What follows belongs to an exercise in optimizing a design on an open flow for small area, a short achievable clock period and few clock cycles per item; a production flow would make more cautious choices. RTL that was checked went through simulation tests only; none was proved equivalent to the original.

Setup of job 101:
Design slot_seal, start of the top module:
module slot_seal (
    input  wire         clk,
    input  wire         rst,          
    input  wire         start,
    input  wire [127:0] key,
    input  wire [511:0] slot,
    input  wire [31:0]  generation,
    input  wire [15:0]  index,
    output wire         ready,
    output reg          done,
    output wire [63:0]  tag,
    output wire [31:0]  crc,
    output wire         tag_ok,
    output reg          crc_ok
);
export LEC_CHECK = 0
export CAP_MARGIN = 20
export CORE_MARGIN = 2
export CORE_UTILIZATION = 50
export PLACE_DENSITY = 0.6
export SETUP_SLACK_MARGIN = 4
export SLEW_MARGIN = 20
export SYNTH_HIERARCHICAL = 1
export SYNTH_MINIMUM_KEEP_SIZE = 0
create_clock -name core_clock -period 10.0 [get_ports {clk}]
standard.sh (not shown) runs the stock make flow with config.mk's settings and CLKGATE_MAP_FILE= SYNTH_SCRIPT=/design/flow/synth_recipe.tcl, a recipe that flattens the netlist after the stock synthesis.
==> flow/flow/run.sh <==
#!/bin/bash
# Layout: the standard flow (standard.sh), with every input and output
# port buffered by the smallest buffer, sky130_fd_sc_hd__buf_1, instead of
# the cell buffer_ports picks by default. Everything else is unchanged.
set -euo pipefail
export BUFFER_PORTS_ARGS="-buffer_cell sky130_fd_sc_hd__buf_1"
bash standard.sh > standard.log 2>&1
Testbench counts of job 101, summed over its fixed seeds: cycles 54,444, items 1,280.
For job 102, these inputs were changed with respect to job 101:
--- a/flow/design.v
+++ b/flow/design.v
@@ -94,30 +94,20 @@
     wire M22;
     slot_x2 xM22 (.a(M18), .b(M13), .y(M22));
     wire M23a;
     slot_x2 xM23a (.a(n_M6), .b(n_M11), .y(M23a));
     wire M23b;
     slot_x2 xM23b (.a(n_M9), .b(n_M14), .y(M23b));
     wire M23c;
     slot_x2 xM23c (.a(T25), .b(M23a), .y(M23c));
     wire M23;
     slot_x2 xM23 (.a(M23b), .b(M23c), .y(M23));
-    wire M41;
-    slot_x2 xM41 (.a(M38), .b(M40), .y(M41));
-    wire M42;
-    slot_x2 xM42 (.a(M37), .b(M39), .y(M42));
-    wire M43;
-    slot_x2 xM43 (.a(M37), .b(M38), .y(M43));
-    wire M44;
-    slot_x2 xM44 (.a(M39), .b(M40), .y(M44));
-    wire M45;
-    slot_x2 xM45 (.a(M42), .b(M41), .y(M45));
     wire n_M46 = ~(M44 & T6);
     wire n_M47 = ~(M40 & T8);
     wire n_M48 = ~(M39 & U7);
     wire n_M49 = ~(M43 & T16);
     wire n_M50 = ~(M38 & T9);
     wire n_M51 = ~(M37 & T17);
     wire n_M52 = ~(M42 & T15);
     wire n_M53 = ~(M45 & T27);
     wire n_M54 = ~(M41 & T10);
     wire n_M55 = ~(M44 & T13);
@@ -182,49 +172,54 @@
     wire L25;
     slot_x2 xL25 (.a(n_L6), .b(n_L10), .y(L25));
     wire n_L26;
     slot_x2 xL26 (.a(n_L7), .b(L9), .y(n_L26));
     wire n_L27;
     slot_x2 xL27 (.a(L8), .b(n_L10), .y(n_L27));
     wire n_L28;
     slot_x2 xL28 (.a(n_L11), .b(L14), .y(n_L28));
     wire L29;
     slot_x2 xL29 (.a(n_L11), .b(n_L17), .y(L29));
-    wire M37, M38, M39, M40;
-    slot_gf16_inv u_inv (.M20(M20), .M21(M21), .M22(M22), .M23(M23), .M37(M37), .M38(M38), .M39(M39), .M40(M40));
+    wire M37, M38, M39, M40, M41, M42, M43, M44, M45;
+    slot_gf16_inv u_inv (.M20(M20), .M21(M21), .M22(M22), .M23(M23), .M37(M37), .M38(M38), .M39(M39), .M40(M40), .M41(M41), .M42(M42), .M43(M43), .M44(M44), .M45(M45));
     slot_x2 xy7 (.a(n_L6), .b(n_L24), .y(y[7]));
     slot_xn2 xy6 (.a(n_L16), .b(n_L26), .y(y[6]));
     slot_xn2 xy5 (.a(n_L19), .b(n_L28), .y(y[5]));
     slot_x2 xy4 (.a(n_L6), .b(n_L21), .y(y[4]));
     slot_x2 xy3 (.a(L20), .b(L22), .y(y[3]));
     slot_x2 xy2 (.a(L25), .b(L29), .y(y[2]));
     slot_xn2 xy1 (.a(n_L13), .b(n_L27), .y(y[1]));
     slot_xn2 xy0 (.a(n_L6), .b(n_L23), .y(y[0]));
 endmodule
-module slot_gf16_inv (input wire M20, input wire M21, input wire M22, input wire M23, output wire M37, output wire M38, output wire M39, output wire M40);
+module slot_gf16_inv (input wire M20, input wire M21, input wire M22, input wire M23, output wire M37, output wire M38, output wire M39, output wire M40, output wire M41, output wire M42, output wire M43, output wire M44, output wire M45);
     wire M24 = M22 ^ M23;
     wire M25 = M22 & M20;
     wire M26 = M21 ^ M25;
     wire M27 = M20 ^ M21;
     wire M28 = M23 ^ M25;
     wire M29 = M28 & M27;
     wire M30 = M26 & M24;
     wire M31 = M20 & M23;
     wire M32 = M27 & M31;
     wire M33 = M27 ^ M25;
     wire M34 = M21 & M22;
     wire M35 = M24 & M34;
     wire M36 = M24 ^ M25;
     assign M37 = M21 ^ M29;
     assign M38 = M32 ^ M33;
     assign M39 = M23 ^ M30;
     assign M40 = M35 ^ M36;
+    assign M41 = M38 ^ M40;
+    assign M42 = M37 ^ M39;
+    assign M43 = M37 ^ M38;
+    assign M44 = M39 ^ M40;
+    assign M45 = M42 ^ M41;
 endmodule
 module slot_x2 (input wire a, input wire b, output wire y);
     assign y = a ^ b;
 endmodule
 module slot_xn2 (input wire a, input wire b, output wire y);
     assign y = ~(a ^ b);
 endmodule
 module slot_aes_round (
     input  wire [127:0] state_in,    
     input  wire [127:0] rk_in,       
[summary]
- Final RePlAce weighted congestion (lower): job 102
- On fmax, job 101 and job 102 are neck and neck.
- Relative to job 101, relative area change from synthesis to final layout has gone down in job 102.
- Of job 101 and job 102, the run reporting the lower count of placed standard cells in the final layout, fillers left out was job 101.
- Going from job 101 to job 102, net count after synthesis grew by a few percent.
For job 102, only the layout was checked, not whether the RTL still works.

==> static timing again, ports no longer ideal <==
The results above use ideal ports. As a check the final layouts listed here were re-extracted and re-timed, cells and wires unchanged. Step 1 (the two cells are an assumption about what drives the block):
set clk [get_ports {clk}]
set_driving_cell -lib_cell sky130_fd_sc_hd__clkbuf_16 $clk
set_driving_cell -lib_cell sky130_fd_sc_hd__buf_2 [delete_from_list [all_inputs] $clk]
Step 2, shift: input delay + t, output delay - t, t = (earliest + latest rising clock arrival at the registers) / 2. This alone moves slack from input paths to output paths. Three values: ideal, step 1, step 2; two values: the first two.
run	shift t [ns]	setup WS [ns]	latest minus earliest clock arrival (ns)	worst data-port slew with drivers (ns)
job 101	0.788	3.859 / 3.863 / 3.118	0.067 / 0.068	0.19
job 102	0.803	3.868 / 3.780 / 3.185	0.065 / 0.065	0.38
After both steps setup and hold are still met in every run listed. For job 101, which loses most, drivers alone change the setup slack by +0.004 ns; drivers and shift together by -0.741 ns.
